This design comes from an exercise in tuning for small area, a short achievable clock period and few clock cycles per item on the open sky130 flow, not from production work.
Only the layout flow was run in this run; the RTL was not checked for function there.

==> design.v <==
module g_xor2 (input wire a, input wire b, output wire y);
    assign y = a ^ b;
endmodule
module g_xnor2 (input wire a, input wire b, output wire y);
    assign y = ~(a ^ b);
endmodule
module g_nand2 (input wire a, input wire b, output wire y);
    assign y = ~(a & b);
endmodule
module g_and2 (input wire a, input wire b, output wire y);
    assign y = a & b;
endmodule
module g_muxh (input wire s, input wire a, input wire b, output wire y);
    assign y = s ? b : ~a;
endmodule
module c_a211o (input wire a1, input wire a2, input wire b1, input wire c1, output wire x);
    assign x = (a1&a2) | (b1) | (c1);
endmodule
module c_a21boi (input wire a1, input wire a2, input wire b1_n, output wire y);
    assign y = (~a1&b1_n) | (~a2&b1_n);
endmodule
module c_a21oi (input wire a1, input wire a2, input wire b1, output wire y);
    assign y = (~a1&~b1) | (~a2&~b1);
endmodule
module c_and2 (input wire a, input wire b, output wire x);
    assign x = (a&b);
endmodule
module c_and3 (input wire a, input wire b, input wire c, output wire x);
    assign x = (a&b&c);
endmodule
module c_clkinv (input wire a, output wire y);
    assign y = (~a);
endmodule
module c_nand2 (input wire a, input wire b, output wire y);
    assign y = (~a) | (~b);
endmodule
module c_nand3 (input wire a, input wire b, input wire c, output wire y);
    assign y = (~a) | (~b) | (~c);
endmodule
module c_nand4 (input wire a, input wire b, input wire c, input wire d, output wire y);
    assign y = (~a) | (~b) | (~c) | (~d);
endmodule
module c_nor2 (input wire a, input wire b, output wire y);
    assign y = (~a&~b);
endmodule
module c_o211ai (input wire a1, input wire a2, input wire b1, input wire c1, output wire y);
    assign y = (~a1&~a2) | (~b1) | (~c1);
endmodule
module c_o21ai (input wire a1, input wire a2, input wire b1, output wire y);
    assign y = (~a1&~a2) | (~b1);
endmodule
module c_o22ai (input wire a1, input wire a2, input wire b1, input wire b2, output wire y);
    assign y = (~b1&~b2) | (~a1&~a2);
endmodule
module c_or2 (input wire a, input wire b, output wire x);
    assign x = (a) | (b);
endmodule
module c_xnor2 (input wire a, input wire b, output wire y);
    assign y = (~a&~b) | (a&b);
endmodule
module c_xor2 (input wire a, input wire b, output wire x);
    assign x = (a&~b) | (~a&b);
endmodule
module c_xor3 (input wire a, input wire b, input wire c, output wire x);
    assign x = (a&~b&~c) | (~a&b&~c) | (~a&~b&c) | (a&b&c);
endmodule
module aes_sbox (a, y);
    input wire [7:0] a;
    output wire [7:0] y;
    wire _000_;
    wire _001_;
    wire _002_;
    wire _003_;
    wire _004_;
    wire _005_;
    wire _006_;
    wire _007_;
    wire _008_;
    wire _009_;
    wire _010_;
    wire _011_;
    wire _012_;
    wire _013_;
    wire _014_;
    wire _015_;
    wire _016_;
    wire _017_;
    wire _018_;
    wire _019_;
    wire _020_;
    wire _021_;
    wire _022_;
    wire _023_;
    wire _024_;
    wire _025_;
    wire _026_;
    wire _027_;
    wire _028_;
    wire _029_;
    wire _030_;
    wire _031_;
    wire _032_;
    wire _033_;
    wire _034_;
    wire _035_;
    wire _036_;
    wire _037_;
    wire _038_;
    wire _039_;
    wire _040_;
    wire _041_;
    wire _042_;
    wire _043_;
    wire _044_;
    wire _045_;
    wire _046_;
    wire _047_;
    wire _048_;
    wire _049_;
    wire _050_;
    wire _051_;
    wire _052_;
    wire _053_;
    wire _054_;
    wire _055_;
    wire _056_;
    wire _057_;
    wire _058_;
    wire _059_;
    wire _060_;
    wire _061_;
    wire _062_;
    wire _063_;
    wire _064_;
    wire _065_;
    wire _066_;
    wire _067_;
    wire _068_;
    wire _069_;
    wire _070_;
    wire _071_;
    wire _072_;
    wire _073_;
    wire _074_;
    wire _075_;
    wire _076_;
    wire _077_;
    wire _078_;
    wire _079_;
    wire _080_;
    wire _081_;
    wire _082_;
    wire _083_;
    wire _084_;
    wire _085_;
    wire _086_;
    wire _087_;
    wire _088_;
    wire _089_;
    wire _090_;
    wire _091_;
    wire _092_;
    wire _093_;
    wire _094_;
    wire _095_;
    wire _096_;
    wire _097_;
    wire _098_;
    wire _099_;
    wire _100_;
    wire _101_;
    wire _102_;
    wire _103_;
    wire _104_;
    wire _105_;
    wire _106_;
    wire _107_;
    wire _108_;
    wire _109_;
    wire _110_;
    wire _111_;
    wire _112_;
    wire _113_;
    wire _114_;
    wire _115_;
    wire _116_;
    wire _117_;
    wire _118_;
    wire _119_;
    wire _120_;
    wire _121_;
    wire _122_;
    wire _123_;
    wire _124_;
    wire _125_;
    wire _126_;
    wire _127_;
    wire _128_;
    wire _129_;
    wire _130_;
    wire _131_;
    wire _132_;
    wire _133_;
    wire _134_;
    wire _135_;
    wire _136_;
    wire _137_;
    wire _138_;
    wire _139_;
    wire _140_;
    wire _141_;
    wire _142_;
    wire _143_;
    wire _144_;
    wire _145_;
    wire _146_;
    wire _147_;
    wire _148_;
    wire _149_;
    wire _150_;
    wire _151_;
    wire _152_;
    wire _153_;
    wire _154_;
    wire _155_;
    wire _156_;
    wire _157_;
    wire _158_;
    wire _159_;
    wire _160_;
    wire _161_;
    wire _162_;
    wire _163_;
    wire _164_;
    wire _165_;
    wire _166_;
    wire _167_;
    wire _168_;
    wire U0;
    wire U1;
    wire U2;
    wire U3;
    wire U4;
    wire U5;
    wire U6;
    wire U7;
    c_clkinv u_169_ (.a(a[3]), .y(_067_));
    c_nand2 u_170_ (.a(_067_), .b(a[1]), .y(_076_));
    c_clkinv u_171_ (.a(a[1]), .y(_086_));
    c_nand2 u_172_ (.a(_086_), .b(a[3]), .y(_089_));
    c_nand2 u_173_ (.a(_076_), .b(_089_), .y(_090_));
    c_xnor2 u_174_ (.a(a[2]), .b(a[6]), .y(_091_));
    c_xnor2 u_175_ (.a(_090_), .b(_091_), .y(_092_));
    c_clkinv u_176_ (.a(a[4]), .y(_093_));
    c_clkinv u_177_ (.a(a[7]), .y(_094_));
    c_nand2 u_178_ (.a(_093_), .b(_094_), .y(_095_));
    c_nand2 u_179_ (.a(a[4]), .b(a[7]), .y(_096_));
    c_nand2 u_180_ (.a(_095_), .b(_096_), .y(_097_));
    c_clkinv u_181_ (.a(_097_), .y(_098_));
    c_nand2 u_182_ (.a(_092_), .b(_098_), .y(_099_));
    c_clkinv u_183_ (.a(a[6]), .y(_100_));
    c_nand2 u_184_ (.a(_100_), .b(a[5]), .y(_101_));
    c_clkinv u_185_ (.a(a[5]), .y(_102_));
    c_nand2 u_186_ (.a(_102_), .b(a[6]), .y(_103_));
    c_nand2 u_187_ (.a(_101_), .b(_103_), .y(_104_));
    c_nand3 u_188_ (.a(_098_), .b(_076_), .c(_089_), .y(_105_));
    c_nand2 u_189_ (.a(_090_), .b(_097_), .y(_106_));
    c_nand2 u_190_ (.a(_105_), .b(_106_), .y(_107_));
    c_xor2 u_191_ (.a(_104_), .b(_107_), .x(_108_));
    c_xnor2 u_192_ (.a(a[2]), .b(a[7]), .y(_109_));
    c_clkinv u_193_ (.a(_109_), .y(_110_));
    c_nand2 u_194_ (.a(_108_), .b(_110_), .y(_111_));
    c_xnor2 u_195_ (.a(_099_), .b(_111_), .y(_112_));
    c_xor2 u_196_ (.a(a[2]), .b(a[4]), .x(_113_));
    c_xor2 u_197_ (.a(a[7]), .b(a[1]), .x(_114_));
    c_xor2 u_198_ (.a(_113_), .b(_114_), .x(_115_));
    c_nand2 u_199_ (.a(_115_), .b(_107_), .y(_116_));
    c_clkinv u_200_ (.a(a[0]), .y(_117_));
    c_clkinv u_201_ (.a(_104_), .y(_118_));
    c_nand2 u_202_ (.a(_118_), .b(a[0]), .y(_119_));
    c_nand2 u_203_ (.a(_104_), .b(_117_), .y(_120_));
    c_nand2 u_204_ (.a(_119_), .b(_120_), .y(_121_));
    c_xor2 u_205_ (.a(_093_), .b(_121_), .x(_122_));
    c_nor2 u_206_ (.a(_117_), .b(_122_), .y(_123_));
    c_xor2 u_207_ (.a(_118_), .b(_107_), .x(_124_));
    c_nand2 u_208_ (.a(_124_), .b(_109_), .y(_125_));
    c_nand2 u_209_ (.a(_111_), .b(_125_), .y(_126_));
    c_xor3 u_210_ (.a(_116_), .b(_123_), .c(_126_), .x(_127_));
    c_xnor2 u_211_ (.a(_112_), .b(_127_), .y(_128_));
    c_xor2 u_212_ (.a(_117_), .b(_107_), .x(_129_));
    c_clkinv u_213_ (.a(_121_), .y(_130_));
    c_nand2 u_214_ (.a(_130_), .b(a[1]), .y(_131_));
    c_nand2 u_215_ (.a(_121_), .b(_086_), .y(_132_));
    c_nand2 u_216_ (.a(_131_), .b(_132_), .y(_133_));
    c_xor2 u_217_ (.a(_109_), .b(_133_), .x(_134_));
    c_nor2 u_218_ (.a(_129_), .b(_134_), .y(_135_));
    c_a21oi u_219_ (.a1(_105_), .a2(_106_), .b1(_115_), .y(_136_));
    c_xor2 u_220_ (.a(_091_), .b(_136_), .x(_137_));
    c_clkinv u_221_ (.a(a[2]), .y(_138_));
    c_nand2 u_222_ (.a(_138_), .b(_102_), .y(_139_));
    c_nand2 u_223_ (.a(a[2]), .b(a[5]), .y(_140_));
    c_nand2 u_224_ (.a(_139_), .b(_140_), .y(_141_));
    c_xor2 u_225_ (.a(_141_), .b(_097_), .x(_142_));
    c_nand2 u_226_ (.a(_142_), .b(_113_), .y(_143_));
    c_nand2 u_227_ (.a(_143_), .b(_099_), .y(_144_));
    c_o21ai u_228_ (.a1(_099_), .a2(_125_), .b1(_144_), .y(_145_));
    c_xor2 u_229_ (.a(_137_), .b(_145_), .x(_146_));
    c_or2 u_230_ (.a(_135_), .b(_146_), .x(_147_));
    c_nand2 u_231_ (.a(_146_), .b(_135_), .y(_148_));
    c_nand2 u_232_ (.a(_147_), .b(_148_), .y(_149_));
    c_xnor2 u_233_ (.a(_090_), .b(_141_), .y(_150_));
    c_xor2 u_234_ (.a(a[7]), .b(_150_), .x(_151_));
    c_xor2 u_235_ (.a(_094_), .b(_121_), .x(_152_));
    c_xnor2 u_236_ (.a(_121_), .b(_150_), .y(_153_));
    c_a211o u_237_ (.a1(_150_), .a2(_114_), .b1(_152_), .c1(_153_), .x(_154_));
    c_nand2 u_238_ (.a(_130_), .b(a[7]), .y(_155_));
    c_nand3 u_239_ (.a(_155_), .b(_150_), .c(_114_), .y(_156_));
    c_nand2 u_240_ (.a(_154_), .b(_156_), .y(_157_));
    c_xnor2 u_241_ (.a(_157_), .b(_112_), .y(_158_));
    c_or2 u_242_ (.a(_151_), .b(_158_), .x(_159_));
    c_nand2 u_243_ (.a(_158_), .b(_151_), .y(_160_));
    c_and2 u_244_ (.a(_159_), .b(_160_), .x(_161_));
    c_nor2 u_245_ (.a(_114_), .b(_150_), .y(_162_));
    c_xnor2 u_246_ (.a(_132_), .b(_162_), .y(_163_));
    c_xor2 u_247_ (.a(_163_), .b(_145_), .x(_164_));
    c_o21ai u_248_ (.a1(_149_), .a2(_161_), .b1(_164_), .y(_165_));
    c_clkinv u_249_ (.a(_164_), .y(_166_));
    c_nor2 u_250_ (.a(_128_), .b(_161_), .y(_167_));
    c_o21ai u_251_ (.a1(_149_), .a2(_166_), .b1(_167_), .y(_168_));
    c_a21boi u_252_ (.a1(_128_), .a2(_165_), .b1_n(_168_), .y(_000_));
    c_nand2 u_253_ (.a(_000_), .b(a[0]), .y(_001_));
    c_clkinv u_254_ (.a(_149_), .y(_002_));
    c_nor2 u_255_ (.a(_166_), .b(_002_), .y(_003_));
    c_xor2 u_256_ (.a(_112_), .b(_127_), .x(_004_));
    c_nand2 u_257_ (.a(_159_), .b(_160_), .y(_005_));
    c_o21ai u_258_ (.a1(_004_), .a2(_166_), .b1(_005_), .y(_006_));
    c_xor2 u_259_ (.a(_003_), .b(_006_), .x(_007_));
    c_nand2 u_260_ (.a(_165_), .b(_128_), .y(_008_));
    c_nand2 u_261_ (.a(_008_), .b(_168_), .y(_009_));
    c_xnor2 u_262_ (.a(_007_), .b(_009_), .y(_010_));
    c_nand2 u_263_ (.a(_010_), .b(_107_), .y(_011_));
    c_xor2 u_264_ (.a(_001_), .b(_011_), .x(_012_));
    c_nor2 u_265_ (.a(_164_), .b(_149_), .y(_013_));
    c_clkinv u_266_ (.a(_013_), .y(_014_));
    c_o211ai u_267_ (.a1(_149_), .a2(_004_), .b1(_161_), .c1(_014_), .y(_015_));
    c_and2 u_268_ (.a(_168_), .b(_015_), .x(_016_));
    c_nor2 u_269_ (.a(_128_), .b(_002_), .y(_017_));
    c_o22ai u_270_ (.a1(_128_), .a2(_161_), .b1(_013_), .b2(_017_), .y(_018_));
    c_a21boi u_271_ (.a1(_167_), .a2(_014_), .b1_n(_018_), .y(_019_));
    c_a21oi u_272_ (.a1(_016_), .a2(_019_), .b1(_017_), .y(_020_));
    c_nand2 u_273_ (.a(_020_), .b(_114_), .y(_021_));
    c_nand2 u_274_ (.a(_168_), .b(_015_), .y(_022_));
    c_nor2 u_275_ (.a(_153_), .b(_022_), .y(_023_));
    c_nand2 u_276_ (.a(_019_), .b(_133_), .y(_024_));
    c_xor2 u_277_ (.a(_023_), .b(_024_), .x(_025_));
    c_xnor2 u_278_ (.a(_021_), .b(_025_), .y(_026_));
    c_xnor2 u_279_ (.a(_012_), .b(_026_), .y(_027_));
    c_nand2 u_280_ (.a(_019_), .b(_007_), .y(_028_));
    c_xnor2 u_281_ (.a(_003_), .b(_006_), .y(_029_));
    c_nand2 u_282_ (.a(_167_), .b(_014_), .y(_030_));
    c_nand2 u_283_ (.a(_030_), .b(_018_), .y(_031_));
    c_nand2 u_284_ (.a(_029_), .b(_031_), .y(_032_));
    c_nand2 u_285_ (.a(_028_), .b(_032_), .y(_033_));
    c_nand2 u_286_ (.a(_000_), .b(_016_), .y(_034_));
    c_nand2 u_287_ (.a(_009_), .b(_022_), .y(_035_));
    c_nand2 u_288_ (.a(_034_), .b(_035_), .y(_036_));
    c_xor2 u_289_ (.a(_033_), .b(_036_), .x(_037_));
    c_nand2 u_290_ (.a(_037_), .b(_113_), .y(_038_));
    c_nor2 u_291_ (.a(_097_), .b(_036_), .y(_039_));
    c_clkinv u_292_ (.a(_039_), .y(_040_));
    c_nand2 u_293_ (.a(_038_), .b(_040_), .y(_041_));
    c_and2 u_294_ (.a(_034_), .b(_035_), .x(_042_));
    c_nand3 u_295_ (.a(_042_), .b(_028_), .c(_032_), .y(_043_));
    c_nand2 u_296_ (.a(_036_), .b(_033_), .y(_044_));
    c_and3 u_297_ (.a(_043_), .b(_113_), .c(_044_), .x(_045_));
    c_nand2 u_298_ (.a(_045_), .b(_039_), .y(_046_));
    c_nand2 u_299_ (.a(_041_), .b(_046_), .y(_047_));
    c_nand2 u_300_ (.a(_020_), .b(_150_), .y(_048_));
    c_nand2 u_301_ (.a(_047_), .b(_048_), .y(_049_));
    c_nand4 u_302_ (.a(_041_), .b(_046_), .c(_150_), .d(_020_), .y(_050_));
    c_nand2 u_303_ (.a(_049_), .b(_050_), .y(_051_));
    c_xor2 u_304_ (.a(_027_), .b(_051_), .x(y[0]));
    c_nor2 u_305_ (.a(_124_), .b(_033_), .y(_052_));
    c_xor2 u_306_ (.a(_021_), .b(_052_), .x(_053_));
    c_nand2 u_307_ (.a(_037_), .b(_142_), .y(_054_));
    c_xnor2 u_308_ (.a(_053_), .b(_054_), .y(_055_));
    c_nor2 u_309_ (.a(_130_), .b(_031_), .y(_056_));
    c_xor2 u_310_ (.a(_056_), .b(_025_), .x(_057_));
    c_xor2 u_311_ (.a(_057_), .b(_047_), .x(_058_));
    c_xor2 u_312_ (.a(_055_), .b(_058_), .x(y[1]));
    c_nor2 u_313_ (.a(_122_), .b(_009_), .y(_059_));
    c_nor2 u_314_ (.a(_134_), .b(_029_), .y(_060_));
    c_xor2 u_315_ (.a(_056_), .b(_060_), .x(_061_));
    c_xor2 u_316_ (.a(_059_), .b(_061_), .x(_062_));
    c_nor2 u_317_ (.a(_152_), .b(_022_), .y(_063_));
    c_xor2 u_318_ (.a(_063_), .b(_012_), .x(_064_));
    c_xor2 u_319_ (.a(_062_), .b(_064_), .x(_065_));
    c_xor2 u_320_ (.a(_055_), .b(_051_), .x(_066_));
    c_xor2 u_321_ (.a(_065_), .b(_066_), .x(y[2]));
    c_xor2 u_322_ (.a(_023_), .b(_001_), .x(_068_));
    c_nor2 u_323_ (.a(_129_), .b(_029_), .y(_069_));
    c_nand2 u_324_ (.a(_010_), .b(_115_), .y(_070_));
    c_xnor2 u_325_ (.a(_069_), .b(_070_), .y(_071_));
    c_xor2 u_326_ (.a(_068_), .b(_071_), .x(_072_));
    c_xor2 u_327_ (.a(_061_), .b(_047_), .x(_073_));
    c_xor2 u_328_ (.a(_072_), .b(_073_), .x(y[3]));
    c_xor2 u_329_ (.a(_011_), .b(_071_), .x(_074_));
    c_xor2 u_330_ (.a(_061_), .b(_074_), .x(_075_));
    c_xor2 u_331_ (.a(_051_), .b(_075_), .x(y[4]));
    c_nor2 u_332_ (.a(_126_), .b(_033_), .y(_077_));
    c_xnor2 u_333_ (.a(_021_), .b(_077_), .y(_078_));
    c_nand2 u_334_ (.a(_042_), .b(_092_), .y(_079_));
    c_nand2 u_335_ (.a(_040_), .b(_079_), .y(_080_));
    c_nand2 u_336_ (.a(_080_), .b(_099_), .y(_081_));
    c_xnor2 u_337_ (.a(_078_), .b(_081_), .y(_082_));
    c_xnor2 u_338_ (.a(_082_), .b(_064_), .y(y[5]));
    c_xnor2 u_339_ (.a(_060_), .b(_047_), .y(_083_));
    c_xor2 u_340_ (.a(_079_), .b(_054_), .x(_084_));
    c_xor2 u_341_ (.a(_084_), .b(_074_), .x(_085_));
    c_xor2 u_342_ (.a(_083_), .b(_085_), .x(y[6]));
    c_xor2 u_343_ (.a(_070_), .b(_061_), .x(_087_));
    c_xor2 u_344_ (.a(_087_), .b(_084_), .x(_088_));
    c_xor2 u_345_ (.a(_051_), .b(_088_), .x(y[7]));
    assign U7 = a[0];
    assign U6 = a[1];
    assign U5 = a[2];
    assign U4 = a[3];
    assign U3 = a[4];
    assign U2 = a[5];
    assign U1 = a[6];
    assign U0 = a[7];
endmodule
module aes_mixcol_n (
    input  wire [31:0] c,
    output wire [31:0] mn
);
    wire [7:0] b [0:3];
    assign b[0] = c[31:24];
    assign b[1] = c[23:16];
    assign b[2] = c[15:8];
    assign b[3] = c[7:0];
    wire [7:0] p [0:3];
    wire [7:0] x [0:3];
    wire [7:0] q [0:3];
    genvar i, j;
    generate
        for (i = 0; i < 4; i = i + 1) begin : g_b
            for (j = 0; j < 8; j = j + 1) begin : g_p
                g_xor2 u_p (.a(b[i][j]), .b(b[(i + 1) % 4][j]), .y(p[i][j]));
            end
            assign x[i][0] = p[i][7];
            g_xor2 u_x1 (.a(p[i][0]), .b(p[i][7]), .y(x[i][1]));
            assign x[i][2] = p[i][1];
            g_xor2 u_x3 (.a(p[i][2]), .b(p[i][7]), .y(x[i][3]));
            g_xor2 u_x4 (.a(p[i][3]), .b(p[i][7]), .y(x[i][4]));
            assign x[i][7:5] = p[i][6:4];
            for (j = 0; j < 8; j = j + 1) begin : g_q
                g_xor2 u_q (.a(b[(i + 1) % 4][j]), .b(p[(i + 2) % 4][j]), .y(q[i][j]));
                g_xnor2 u_m (.a(x[i][j]), .b(q[i][j]), .y(mn[31 - 8 * i - 7 + j]));
            end
        end
    endgenerate
endmodule
module aes128_enc (
    input  wire         clk,
    input  wire         rst,       
    input  wire         start,
    input  wire [127:0] key,
    input  wire [127:0] block,
    output reg          done,
    output wire [127:0] result
);
    reg [127:0] state;
    reg [127:0] kregn;
    reg [3:0]   cnt;      
    reg         idle;
    reg [7:0] rc;
    always @* begin
        if (idle)
            rc = 8'h01;
        else
            case (cnt)
                4'd1: rc = 8'h02;
                4'd2: rc = 8'h04;
                4'd3: rc = 8'h08;
                4'd4: rc = 8'h10;
                4'd5: rc = 8'h20;
                4'd6: rc = 8'h40;
                4'd7: rc = 8'h80;
                4'd8: rc = 8'h1b;
                default: rc = 8'h36;
            endcase
    end
    wire [127:0] sr;
    genvar i, c, r;
    generate
        for (c = 0; c < 4; c = c + 1) begin : g_col
            for (r = 0; r < 4; r = r + 1) begin : g_row
                assign sr[127-8*(r+4*c) -: 8] = state[127-8*(r+4*((c+r)%4)) -: 8];
            end
        end
    endgenerate
    wire [127:0] mcn;
    generate
        for (c = 0; c < 4; c = c + 1) begin : g_mc
            aes_mixcol_n u_mc (.c(sr[127-32*c -: 32]), .mn(mcn[127-32*c -: 32]));
        end
    endgenerate
    wire [127:0] din, kin, sbin, nstate;
    generate
        for (i = 0; i < 128; i = i + 1) begin : g_ark
            g_muxh u_d (.s(idle), .a(mcn[i]), .b(block[i]), .y(din[i]));
            g_muxh u_k (.s(idle), .a(kregn[i]), .b(key[i]), .y(kin[i]));
            g_xor2 u_x (.a(din[i]), .b(kin[i]), .y(sbin[i]));
        end
        for (i = 0; i < 16; i = i + 1) begin : g_sub
            aes_sbox u_sb (.a(sbin[127-8*i -: 8]), .y(nstate[127-8*i -: 8]));
        end
    endgenerate
    wire [31:0] w0 = kin[127:96], w1 = kin[95:64], w2 = kin[63:32], w3 = kin[31:0];
    wire [31:0] sub;
    aes_sbox ks0 (.a(w3[23:16]), .y(sub[31:24]));
    aes_sbox ks1 (.a(w3[15:8]),  .y(sub[23:16]));
    aes_sbox ks2 (.a(w3[7:0]),   .y(sub[15:8]));
    aes_sbox ks3 (.a(w3[31:24]), .y(sub[7:0]));
    wire [31:0] w0r;
    wire [31:0] a01, a012, a0123, n0n, n1n, n2n, n3n;
    assign w0r[23:0] = w0[23:0];
    generate
        for (i = 0; i < 8; i = i + 1) begin : g_rc
            g_xor2 u_rc (.a(w0[24+i]), .b(rc[i]), .y(w0r[24+i]));
        end
        for (i = 0; i < 32; i = i + 1) begin : g_ks
            g_xor2  u_a01 (.a(w0r[i]), .b(w1[i]), .y(a01[i]));
            g_xor2  u_a012 (.a(a01[i]), .b(w2[i]), .y(a012[i]));
            g_xor2  u_a0123 (.a(a012[i]), .b(w3[i]), .y(a0123[i]));
            g_xnor2 u_n0 (.a(w0r[i]), .b(sub[i]), .y(n0n[i]));
            g_xnor2 u_n1 (.a(a01[i]), .b(sub[i]), .y(n1n[i]));
            g_xnor2 u_n2 (.a(a012[i]), .b(sub[i]), .y(n2n[i]));
            g_xnor2 u_n3 (.a(a0123[i]), .b(sub[i]), .y(n3n[i]));
        end
    endgenerate
    generate
        for (i = 0; i < 128; i = i + 1) begin : g_out
            g_xnor2 u_o (.a(sr[i]), .b(kregn[i]), .y(result[i]));
        end
    endgenerate
    always @(posedge clk) begin
        state <= nstate;
        kregn <= {n0n, n1n, n2n, n3n};
    end
    always @(posedge clk) begin
        if (rst) begin
            cnt  <= 4'd0;
            idle <= 1'b1;
            done <= 1'b0;
        end else begin
            done <= !idle && cnt == 4'd9;
            if (start && idle) begin
                cnt  <= 4'd1;
                idle <= 1'b0;
            end else if (!idle) begin
                cnt <= cnt + 4'd1;
                if (cnt == 4'd9)
                    idle <= 1'b1;
            end
        end
    end
endmodule
==> flow/run.sh <==
#!/bin/bash
# The standard layout, with the smallest buffer on the ports.
set -euo pipefail
bash standard.sh BUFFER_PORTS_ARGS="-buffer_cell sky130_fd_sc_hd__buf_1" finish > standard.log 2>&1
==> standard.sh <==
#!/bin/bash
# synth_recipe.tcl (not shown) runs the flow's synth.tcl, then flattens the netlist and writes it again
# the make line also repeats each setting of config.mk as NAME=value (left out here)
make -C /OpenROAD-flow-scripts/flow DESIGN_CONFIG=/design/flow/config.mk WORK_HOME=/design/flow/orfs CLKGATE_MAP_FILE= SYNTH_SCRIPT=/design/flow/synth_recipe.tcl "${@:-finish}"
==> config.mk <==
export PLATFORM = sky130hd
export DESIGN_NAME = aes128_enc
export DESIGN_NICKNAME = aes128_enc
export VERILOG_FILES = /design/flow/design.v
export SDC_FILE = /design/flow/constraint.sdc
export NUM_CORES = 8
export LEC_CHECK = 0
export CAP_MARGIN = 20
export CORE_MARGIN = 2
export CORE_UTILIZATION = 70
export CTS_BUF_LIST = sky130_fd_sc_hd__clkbuf_8
export CTS_CLUSTER_DIAMETER = 60
export CTS_CLUSTER_SIZE = 16
export SETUP_SLACK_MARGIN = 3.0
export SLEW_MARGIN = 20
export SYNTH_HIERARCHICAL = 1
==> constraint.sdc <==
create_clock -name core_clock -period 10.0 [get_ports {clk}]
set_input_delay 2.0000 -clock core_clock [delete_from_list [all_inputs] [get_ports {clk}]]
set_output_delay 2.0000 -clock core_clock [all_outputs]
set_load 0.01 [all_outputs]
==> results by group <==
Outcome
  • Status: no timing/DRC/antenna violations

Floorplan
  • Die area: 54,800 um^2
  • Num rows: 84
  • Die Y: 234 um
  • Io pins: 388
  • Die width: 234 um
  • Starting Density: 0.707
  • Core area: 52,400 um^2

Timing
  • Max-slew violations: 0
  • Period minus WS final: 6.77 ns
  • FMAX: 0.148 GHz
  • Worst clock skew: 0.0524 ns
  • Endpoints failing setup: 0
  • Hold Vio Cnt, Final: 0
  • Worst rel slew slack: 0.273
  • Final setup margin: 3.23 ns
  • Final period util: 0.677
  • Setup TNS: 0 ns
  • RSZ-0062 raised after global routing: false
  • Slew @ Worst Pin: 1.08 ns

Cells and area
  • Synthesis-to-finish area growth: 13.9%
  • Layout cell share with drive strength beyond 1: 0.0912
  • Final layout net count: 5,974
  • Number of fill cells: 3,926
  • Post-route cell area: 42,200 um^2
  • Final core occ: 0.805

Synth
  • Yosys cell types: 33
  • Synthesized flop and latch total: 262
  • Synth Cell Area: 37,100 um^2
  • Syn Nets: 5,542
  • Post-Synthesis Cells: 5,277
  • Synth warnings: 8
  • Mean Syn Cell Area: 7.03 um^2
  • Sequential fraction of the synthesis area: 0.141

Clock tree
  • Later-pin clock latency in the skew report: 0.65 ns
  • Cts hold-fix bufs: 0
  • Reg clk slew, reported paths: 0.11 ns
  • Num CTS Buffers: 35
  • CTS Buffer Depth: 3
  • CTS HTree Levels: 2
  • Clock sink total: 262
  • CTS Root Cell: clkbuf_8
  • CTS tree: built

Place
  • Placed cell area: 41,400 um^2
  • Final RePlAce weighted congestion: 1.10
  • Pre-CTS WS: 2.93 ns
  • IO buf count: 387
  • Hpwl dp: 109,000 um

Drt
  • Post-DR wirelength/cell: 20.5 um
  • Vias post-DR: 36.8k
  • Post-route ant nets: 0
  • DRC Markers: 0
  • Routed WL: 131,000 um
  • Via/cell ratio: 5.74
  • Drt pass-1 iters: 8
  • Initial drt markers: 4,002

Hold path
  • Hold Crit Class: register to register

Critical path
  • Worst Path Arrival: 7.22 ns
  • Worst Setup Start Kind: register
  • Worst-path maximum fanout: 141
  • Worst setup EP type: register
  • Kind of critical path: register to register
  • WP data required: 10.45 ns

Global routing
  • Number of global-route vias before repair: 34.2k
  • Total congestion overflow: 0
  • Total global routing track utilization: 0.458
  • First-pass GRT wire length: 191,000 um
  • Initial antenna violation count: 3
  • Largest net degree at the start of global routing: 207

Run
  • Max-Cap Viols: 0
==> cell type report <==
type | count | area (um^2) | area share
multi-input combinational | 4690 | 32500 | 0.770
sequential | 262 | 5250 | 0.124
timing repair buffer | 396 | 1590 | 0.0376
inverter | 324 | 1220 | 0.0288
tap | 688 | 861 | 0.0204
clock buffer | 35 | 482 | 0.0114
clock inverter | 26 | 307 | 0.00726
antenna | 2 | 5.00 | 0.000119
==> flip-flops by register name, summed over array words and instances, names as in the netlist <==
| register | cells |
|---|---|
| cnt | 4 |
| idle | 1 |
| done | 1 |
| state | 128 |
| kregn | 128 |
==> what timing repair did <==
| item | in CTS | in global routing |
|---|---|---|
| setup endpoints to repair | 0 | 77 |
| buffers inserted | 0 | 1 |
| resized for setup | 0 | 3 |
==> synthesized netlist by cell type (all sizes together) <==
cell type	n	area, um^2
and2b	1	7.51
inv	324	1220
and3	21	133
nand2b	2	15.0
ha	6	75.1
buf	1	11.3
xnor2	764	6690
a211o	20	175
nand4	21	131
mux2i	1	10.0
nor2	328	1230
or2	40	250
o211ai	20	250
nand4b	1	8.76
xor2	1396	12200
a21boi	40	450
a31oi	1	6.26
nand2	1479	5550
nand3b	2	15.0
o21ai	338	1690
xor3	20	475
a211oi	1	7.51
dfxtp	262	5250
o22ai	20	125
nand3	60	300
and2	61	382
o22a	1	8.76
a21oi	46	380
==> per-layer routing <==
metal | global-route usage | up-vias | share of wire
li1 | - | 17200 | -
met1 | 0.571 | 16800 | 0.38
met2 | 0.695 | 2295 | 0.42
met3 | 0.0981 | 516 | 0.12
met4 | 0.338 | 0 | 0.082
met5 | 0 | - | 0
==> modules after synthesis, one instance, submodules excluded, a selection <==
module	cells	copies in the design	flip-flops and latches
c_xnor2	1	380	0
g_muxh	2	256	0
c_or2	1	40	0
c_nand4	1	20	0
c_clkinv	1	320	0
c_nand2	1	1220	0
==> placed cells by master (no fill, tap or decap), types with 79 or more instances in the layout <==
cell and instances:
xnor2_1 701, xor2_2 79, nand2_2 83, inv_1 313, buf_1 387, nand2_1 1374, nor2_1 303, o21ai_1 301
xor2_1 1313, dfxtp_1 261
==> logic make-up (layout without fill, tap and decap cells) <==
logic type / after synthesis / count (layout) / synth area share
xor gates and xnor gates: 2180 / 2180 / 0.523
muxes: 1 / 1 / 0.000270
and+or+nand+nor: 2016 / 2016 / 0.217
AOI/OAI and AO/OA: 487 / 487 / 0.0835
other: 0 / 2 / 0
DFF: 262 / 262 / 0.141
buffers and inverters: 325 / 781 / 0.0331
adders and majority gates: 6 / 6 / 0.00202
==> through the flow <==
| stage | hold slack [ns] | instances |
|---|---|---|
| floorplan | 0.487 | 5277 |
| global placement | 0.527 | 6357 |
| detailed placement | 0.524 | 6357 |
| CTS | 0.541 | 6418 |
| global route | 0.599 | 6421 |
| finish | 0.543 | 6423 |
==> critical path, stage by stage, from the launching register on <==
cell	delay [ns]
dfxtp_4	0.73
buf_12	0.45
nand2_1	0.13
o21ai_1	0.51
nand2_1	0.25
nand2_1	0.25
nand2_2	0.11
nand2_4	0.12
xor2_1	0.26
nand2_1	0.14
nand2_1	0.14
xor3_1	0.40
xnor2_2	0.31
nor2_1	0.12
o22ai_1	0.19
nand2_1	0.10
nor2_1	0.20
xor2_1	0.54
xor2_1	0.24
xor2_1	0.25
xor2_2	0.56
xnor2_1	0.32
==> final timing paths <==
check             slack, ns          to  cells after the start    from
setup / recovery       3.23  kregn[127]                     21    idle
hold / removal         0.54      cnt[3]                      2  cnt[0]
setup reg to reg       3.23  kregn[127]                     21    idle
hold reg to reg        0.54      cnt[3]                      2  cnt[0]

-- re-timing with driven ports --
In the flow no input, the clock included, has a driving cell. The finished layout below was timed again as built, in two steps. Step 1 assumes that a clkbuf_16 drives the clock port and a buf_2 every other input. Step 2 adds t to the input delays and takes it off the output delays; t is the mean of the earliest and latest rising clock arrival at the registers after step 1. Input paths then give back, and output paths get back, about the clock's delay inside the block. Slacks: ideal / step 1 / step 2; pairs: ideal / step 1.
t, ns: 0.680
slack for setup (ns): 3.228 / 3.228 / 2.613
clock arrival spread, ns: 0.052 / 0.052
cell pins on the clock port's net: 1
After both steps this run still meets setup and hold. The setup slack of this run moves by 0.000 ns with the drivers and by -0.615 ns with both steps.
